What follows belongs to an exercise in optimizing a design on an open flow for small area, a short achievable clock period and few clock cycles; a production flow would make more cautious choices. Only simulation tests tie the RTL to the original design; equivalence was not proved. Power is estimated from default activity; no workload was simulated.

==> flow/design.v (excerpt) <==
module qsc_encoder (
    input  wire        clk,
    input  wire        rst,
    input  wire        cmd_valid,
    output wire        cmd_ready,
    input  wire [5:0]  cmd_width_m1,
    input  wire [5:0]  cmd_lines_m1,
    input  wire        cmd_hist_reset,
    input  wire        in_valid,
    output wire        in_ready,
    input  wire [7:0]  in_pix,
    output wire        out_valid,
    input  wire        out_ready,
    output wire [7:0]  out_data,
    output wire        done,
    output wire [14:0] nbytes
);
For scale: ~1,100 flip-flops, roughly 53 I/O pins.
clock: 12.0 ns
lec_check: 0
abc_area: 1
cap_margin: 5
core_margin: 2
core_utilization: 70
cts_buf_list: sky130_fd_sc_hd__clkbuf_16
cts_cluster_diameter: 60
cts_cluster_size: 30
slew_margin: 5
tns_end_percent: 10
standard.sh (not shown) runs the stock make flow with config.mk's settings and CLKGATE_MAP_FILE= SYNTH_SCRIPT=/design/flow/synth_recipe.tcl, a recipe that flattens the netlist after the stock synthesis.
==> flow/flow/run.sh <==
#!/bin/bash
# The standard layout, with two changes to how it is made:
#  - the port buffers are buf_4 cells instead of the resizer's default choice
#    (a slow delay buffer);
#  - repair_timing is asked for more setup slack than the period needs, so
#    that it sizes the paths for a shorter achieved period.
# The clock period and all constraints are the design's own.
bash standard.sh "BUFFER_PORTS_ARGS=-buffer_cell sky130_fd_sc_hd__buf_4" SETUP_SLACK_MARGIN=8.7 finish > standard.log 2>&1
The baseline completed with no timing, DRC or antenna violations.
Testbench counts at the start, summed over its fixed seeds: cycles 139,132.
Edit:
--- a/flow/config.mk
+++ b/flow/config.mk
@@ -9,8 +9,7 @@
 export CAP_MARGIN = 5
 export CORE_MARGIN = 2
-export CORE_UTILIZATION = 70
+export CORE_UTILIZATION = 75
 export CTS_BUF_LIST = sky130_fd_sc_hd__clkbuf_16
-export CTS_CLUSTER_DIAMETER = 60
-export CTS_CLUSTER_SIZE = 30
+export CTS_CLUSTER_DIAMETER = 80
+export CTS_CLUSTER_SIZE = 24
 export SLEW_MARGIN = 5
-export TNS_END_PERCENT = 10
What happened: Combinational power rises by about 6%; clock power falls by 11%; cell area rises by 0.43%; hold slack degrades by 0.011 ns; global-route usage rises by 3.2 points; die area falls by about 6.6%; total power falls by 0.69%.


Setup of rev 12:
qsc_encoder, a different RTL version from the one above (not shown whole).
For scale: roughly 4200 cells after synthesis, ~53 I/O pins, ~0.047 mm² of cells after synthesis.
==> flow/config.mk <==
export PLATFORM = sky130hd
export DESIGN_NAME = qsc_encoder
export DESIGN_NICKNAME = qsc_encoder
export VERILOG_FILES = /design/flow/design.v
export SDC_FILE = /design/flow/constraint.sdc
export NUM_CORES = 4
export LEC_CHECK = 0
export ABC_AREA = 1
export CAP_MARGIN = 20
export CORE_MARGIN = 2
export CORE_UTILIZATION = 40
export CTS_BUF_LIST = sky130_fd_sc_hd__clkbuf_16
export CTS_CLUSTER_DIAMETER = 80
export CTS_CLUSTER_SIZE = 24
export SLEW_MARGIN = 20
==> flow/constraint.sdc <==
create_clock -name core_clock -period 12.0 [get_ports {clk}]
set_input_delay 2.4000 -clock core_clock [delete_from_list [all_inputs] [get_ports {clk}]]
set_output_delay 2.4000 -clock core_clock [all_outputs]
set_load 0.01 [all_outputs]
==> flow/flow/run.sh <==
#!/bin/bash
# The standard layout, with two changes to how it is made:
#  - the port buffers are buf_4 cells instead of the resizer's default choice
#    (a slow delay buffer);
#  - repair_timing is asked for more setup slack than the period needs, so
#    that it sizes the paths for a shorter achieved period.
# The clock period and all constraints are the design's own.
bash standard.sh "BUFFER_PORTS_ARGS=-buffer_cell sky130_fd_sc_hd__buf_4" SETUP_SLACK_MARGIN=8.3 finish > standard.log 2>&1
Testbench counts of rev 12, summed over its fixed seeds: cycles 139,132.
Inputs modified between rev 12 and rev 13:
# rev 12
export LEC_CHECK = 0
export ABC_AREA = 1
export CAP_MARGIN = 20
export CORE_MARGIN = 2
export CORE_UTILIZATION = 40
export CTS_BUF_LIST = sky130_fd_sc_hd__clkbuf_16
export CTS_CLUSTER_DIAMETER = 80
export CTS_CLUSTER_SIZE = 24
export SLEW_MARGIN = 20
create_clock -name core_clock -period 12.0 [get_ports {clk}]
# rev 13
export LEC_CHECK = 0
export ABC_AREA = 1
export CAP_MARGIN = 5
export CORE_MARGIN = 2
export CORE_UTILIZATION = 65
export CTS_BUF_LIST = sky130_fd_sc_hd__clkbuf_16
export CTS_CLUSTER_DIAMETER = 80
export CTS_CLUSTER_SIZE = 24
export SLEW_MARGIN = 5
export TNS_END_PERCENT = 10
create_clock -name core_clock -period 12.0 [get_ports {clk}]
diff --git a/flow/flow/run.sh b/flow/flow/run.sh
--- a/flow/flow/run.sh
+++ b/flow/flow/run.sh
@@ -7,2 +7,2 @@
 # The clock period and all constraints are the design's own.
-bash standard.sh "BUFFER_PORTS_ARGS=-buffer_cell sky130_fd_sc_hd__buf_4" SETUP_SLACK_MARGIN=8.3 finish > standard.log 2>&1
+bash standard.sh "BUFFER_PORTS_ARGS=-buffer_cell sky130_fd_sc_hd__buf_4" SETUP_SLACK_MARGIN=8.7 finish > standard.log 2>&1
==> comparison <==
Rev 12 | stages: all done | timing, DRC, antenna: all pass. Every stage of the flow completed for rev 13, and the final layout passed the timing, design-rule and antenna checks. Compared to rev 12, the router laid down less metal wire for rev 13. Compared with rev 12, rev 13 shows a global-route usage that is 9.7 points higher. Delta(worst clock skew, rev 13 - rev 12) < 0. Overall power consumption deteriorates in rev 13 relative to rev 12. ~same multiplexer area fraction after synthesis in rev 12 and rev 13. Diff rev 12 -> rev 13: routed length on met2 decreased by 3800 µm relative to the old numbers, data arrival at the endpoint of the critical path decreased by 70 ps relative to the old numbers, final critical-path share of the clock period decreased by 0.54 points relative to the old numbers. For rev 13, the endpoint of the worst setup timing path was nbytes[2], unlike rev 12, where it was nbytes[1].


build 8:
Another version of the RTL of qsc_encoder (not shown whole).
Size in the first run: ~1100 flip-flops, about 53 I/O pins, about 46000 sq um of cells after synthesis.
clock: 12.0 ns
lec_check: 0
abc_area: 1
cap_margin: 5
core_margin: 2
core_utilization: 75
cts_buf_list: sky130_fd_sc_hd__clkbuf_16
cts_cluster_diameter: 80
cts_cluster_size: 24
slew_margin: 5
tns_end_percent: 10
==> flow/flow/run.sh <==
#!/bin/bash
# The standard layout, with two changes to how it is made:
#  - the port buffers are buf_4 cells instead of the resizer's default choice
#    (a slow delay buffer);
#  - repair_timing is asked for more setup slack than the period needs, so
#    that it sizes the paths for a shorter achieved period.
# The clock period and all constraints are the design's own.
bash standard.sh "BUFFER_PORTS_ARGS=-buffer_cell sky130_fd_sc_hd__buf_4" SETUP_SLACK_MARGIN=8.7 finish > standard.log 2>&1
Build 8 finished every step from synthesis to the final layout, and the layout passed the timing, design-rule and antenna checks.
Testbench counts of build 8, summed over its fixed seeds: cycles 139,132.
[inputs] build 29 vs build 8
- a change of CORE_UTILIZATION from 75 to 65
- a deleted TNS_END_PERCENT that had been 10
### Flow results
Relative to build 8, the first-iteration DRC count measured on build 29 has decreased by more than a quarter.
Relative to build 8, area occupied by multi-input gates has increased by about 3.7% in build 29.
Compared with build 8, in build 29 die area now sits higher, overall power after layout moved up, clock power rose about 7%.


RTL: one of the versions met above, not the one the previous note started from.
For scale: roughly 4200 cells after synthesis, roughly 1100 flip-flops, roughly 53 I/O pins.
Settings: LEC_CHECK=0, ABC_AREA=1, CAP_MARGIN=5, CORE_MARGIN=2, CORE_UTILIZATION=40, CTS_BUF_LIST=sky130_fd_sc_hd__clkbuf_16, CTS_CLUSTER_DIAMETER=80, CTS_CLUSTER_SIZE=24, SLEW_MARGIN=5; clock period 12.0 ns.
==> flow/flow/run.sh <==
#!/bin/bash
# The standard layout, with two changes to how it is made:
#  - the port buffers are buf_4 cells instead of the resizer's default choice
#    (a slow delay buffer);
#  - repair_timing is asked for more setup slack than the period needs, so
#    that it sizes the paths for a shorter achieved period.
# The clock period and all constraints are the design's own.
bash standard.sh "BUFFER_PORTS_ARGS=-buffer_cell sky130_fd_sc_hd__buf_4" SETUP_SLACK_MARGIN=8.3 finish > standard.log 2>&1
The first run completed with no timing, DRC or antenna violations.
Testbench counts at the start, summed over its fixed seeds: cycles 139,132.
Edit:
--- a/flow/flow/run.sh
+++ b/flow/flow/run.sh
@@ -7,2 +7,2 @@
 # The clock period and all constraints are the design's own.
-bash standard.sh "BUFFER_PORTS_ARGS=-buffer_cell sky130_fd_sc_hd__buf_4" SETUP_SLACK_MARGIN=8.3 finish > standard.log 2>&1
+bash standard.sh "BUFFER_PORTS_ARGS=-buffer_cell sky130_fd_sc_hd__buf_4" SETUP_SLACK_MARGIN=8.7 finish > standard.log 2>&1
CORE_UTILIZATION = 55   (was 40)
After rerunning: Count of clock-buffer cells in the layout grows by 1; power climbs by a few percent; cell area goes up by a few percent; clock power is about the same; hold slack loses 0.0070 ns; first-iteration DRC count rose slightly; setup slack gets better by 0.11 ns.
Edit:
CORE_UTILIZATION = 40   (was 55)
The changed run ran to the end with no violations; sequential share of layout area is higher by 0.29 points; setup slack loses 0.070 ns; global-route usage goes down by 6.6 points; critical path depth is unchanged; final area goes down slightly; area after synthesis is unchanged; synthesized cell count stays the same.


qsc_encoder with an RTL version that a note above also has.
Size in the first run: ~4000 cells after synthesis, about 1100 flip-flops, roughly 53 I/O pins.
// qsc_encoder
module qsc_encoder (
    input  wire        clk,
    input  wire        rst,
    input  wire        cmd_valid,
    output wire        cmd_ready,
    input  wire [5:0]  cmd_width_m1,
    input  wire [5:0]  cmd_lines_m1,
    input  wire        cmd_hist_reset,
    input  wire        in_valid,
    output wire        in_ready,
    input  wire [7:0]  in_pix,
    output wire        out_valid,
    input  wire        out_ready,
    output wire [7:0]  out_data,
    output wire        done,
    output wire [14:0] nbytes
);
export LEC_CHECK = 0
export ABC_AREA = 1
export CAP_MARGIN = 5
export CORE_MARGIN = 2
export CORE_UTILIZATION = 70
export CTS_BUF_LIST = sky130_fd_sc_hd__clkbuf_16
export CTS_CLUSTER_DIAMETER = 80
export CTS_CLUSTER_SIZE = 24
export SLEW_MARGIN = 5
export TNS_END_PERCENT = 10
create_clock -name core_clock -period 12.0 [get_ports {clk}]
==> flow/flow/run.sh <==
#!/bin/bash
# The standard layout, with two changes to how it is made:
#  - the port buffers are buf_4 cells instead of the resizer's default choice
#    (a slow delay buffer);
#  - repair_timing is asked for more setup slack than the period needs, so
#    that it sizes the paths for a shorter achieved period.
# The clock period and all constraints are the design's own.
bash standard.sh "BUFFER_PORTS_ARGS=-buffer_cell sky130_fd_sc_hd__buf_4" SETUP_SLACK_MARGIN=8.9 finish > standard.log 2>&1
The first run ran to the end with no violations.
Testbench counts at the start, summed over its fixed seeds: cycles 139,132.
Next try:
--- a/flow/flow/run.sh
+++ b/flow/flow/run.sh
@@ -8 +8 @@
-bash standard.sh "BUFFER_PORTS_ARGS=-buffer_cell sky130_fd_sc_hd__buf_4" SETUP_SLACK_MARGIN=8.9 finish > standard.log 2>&1
+bash standard.sh "BUFFER_PORTS_ARGS=-buffer_cell sky130_fd_sc_hd__buf_4" SETUP_SLACK_MARGIN=8.5 finish > standard.log 2>&1
What happened: Worst setup slack loses 0.074 ns. Final cell count fell slightly. Wire length goes down slightly. Clock power is about the same. Clock-buffer cell count is unchanged. Via count went down slightly.
Next try:
--- a/flow/flow/run.sh
+++ b/flow/flow/run.sh
@@ -8 +8 @@
-bash standard.sh "BUFFER_PORTS_ARGS=-buffer_cell sky130_fd_sc_hd__buf_4" SETUP_SLACK_MARGIN=8.5 finish > standard.log 2>&1
+bash standard.sh "BUFFER_PORTS_ARGS=-buffer_cell sky130_fd_sc_hd__buf_4" SETUP_SLACK_MARGIN=8.7 finish > standard.log 2>&1
The changed run completed without violations.
Die area stays the same.
Synthesized cell count does not change.
Cell area came out higher by 0.83%.
Clock skew is about the same.
Worst setup slack gets better by 0.071 ns.

## separate check: timing with driven ports
In the flow no input, the clock included, has a driving cell. The finished layouts below were timed again as built, in two steps. Step 1 (the two cells are an assumption about what drives the block):
set clk [get_ports {clk}]
set_driving_cell -lib_cell sky130_fd_sc_hd__clkbuf_16 $clk
set_driving_cell -lib_cell sky130_fd_sc_hd__buf_2 [delete_from_list [all_inputs] $clk]
Step 2 times the ports against the registers' clock, not the clock port: input delays grow and output delays shrink by t, the midpoint of the rising clock arrivals with the driver on. Three values: ideal, step 1, step 2; two values: the first two.
run	shift t [ns]	slack for setup (ns)	hold WS [ns]	slew at the worst register clock pin (ns)	worst slew at a driven data input, ns
the first run of note 1	0.712	8.489 / 8.421 / 8.004	0.413 / 0.413 / 0.413	0.12 / 0.12	0.05
the second run of note 1	0.730	8.465 / 8.396 / 8.134	0.402 / 0.402 / 0.402	0.11 / 0.11	0.06
rev 12	0.734	8.372 / 8.303 / 7.756	0.414 / 0.414 / 0.414	0.10 / 0.10	0.07
rev 13	0.714	8.437 / 8.367 / 7.960	0.414 / 0.414 / 0.414	0.10 / 0.10	0.04
build 8	0.710	8.487 / 8.418 / 8.087	0.413 / 0.413 / 0.413	0.10 / 0.10	0.05
build 29	0.721	8.474 / 8.406 / 8.033	0.404 / 0.404 / 0.404	0.10 / 0.10	0.07
the first run of note 4	0.737	8.368 / 8.299 / 7.758	0.413 / 0.413 / 0.413	0.10 / 0.10	0.07
the second run of note 4	0.721	8.482 / 8.414 / 8.178	0.406 / 0.406 / 0.406	0.10 / 0.10	0.08
the third run of note 4	0.740	8.412 / 8.347 / 8.198	0.411 / 0.411 / 0.411	0.10 / 0.10	0.10
the first run of note 5	0.710	8.468 / 8.397 / 8.113	0.417 / 0.417 / 0.417	0.10 / 0.10	0.05
the second run of note 5	0.707	8.394 / 8.326 / 7.857	0.414 / 0.414 / 0.414	0.10 / 0.10	0.05
the third run of note 5	0.714	8.464 / 8.392 / 8.017	0.415 / 0.415 / 0.415	0.10 / 0.10	0.05
After both steps setup and hold are still met in every run listed. The setup slack of rev 12, which loses most, moves by -0.069 ns with the drivers and by -0.616 ns with both steps.
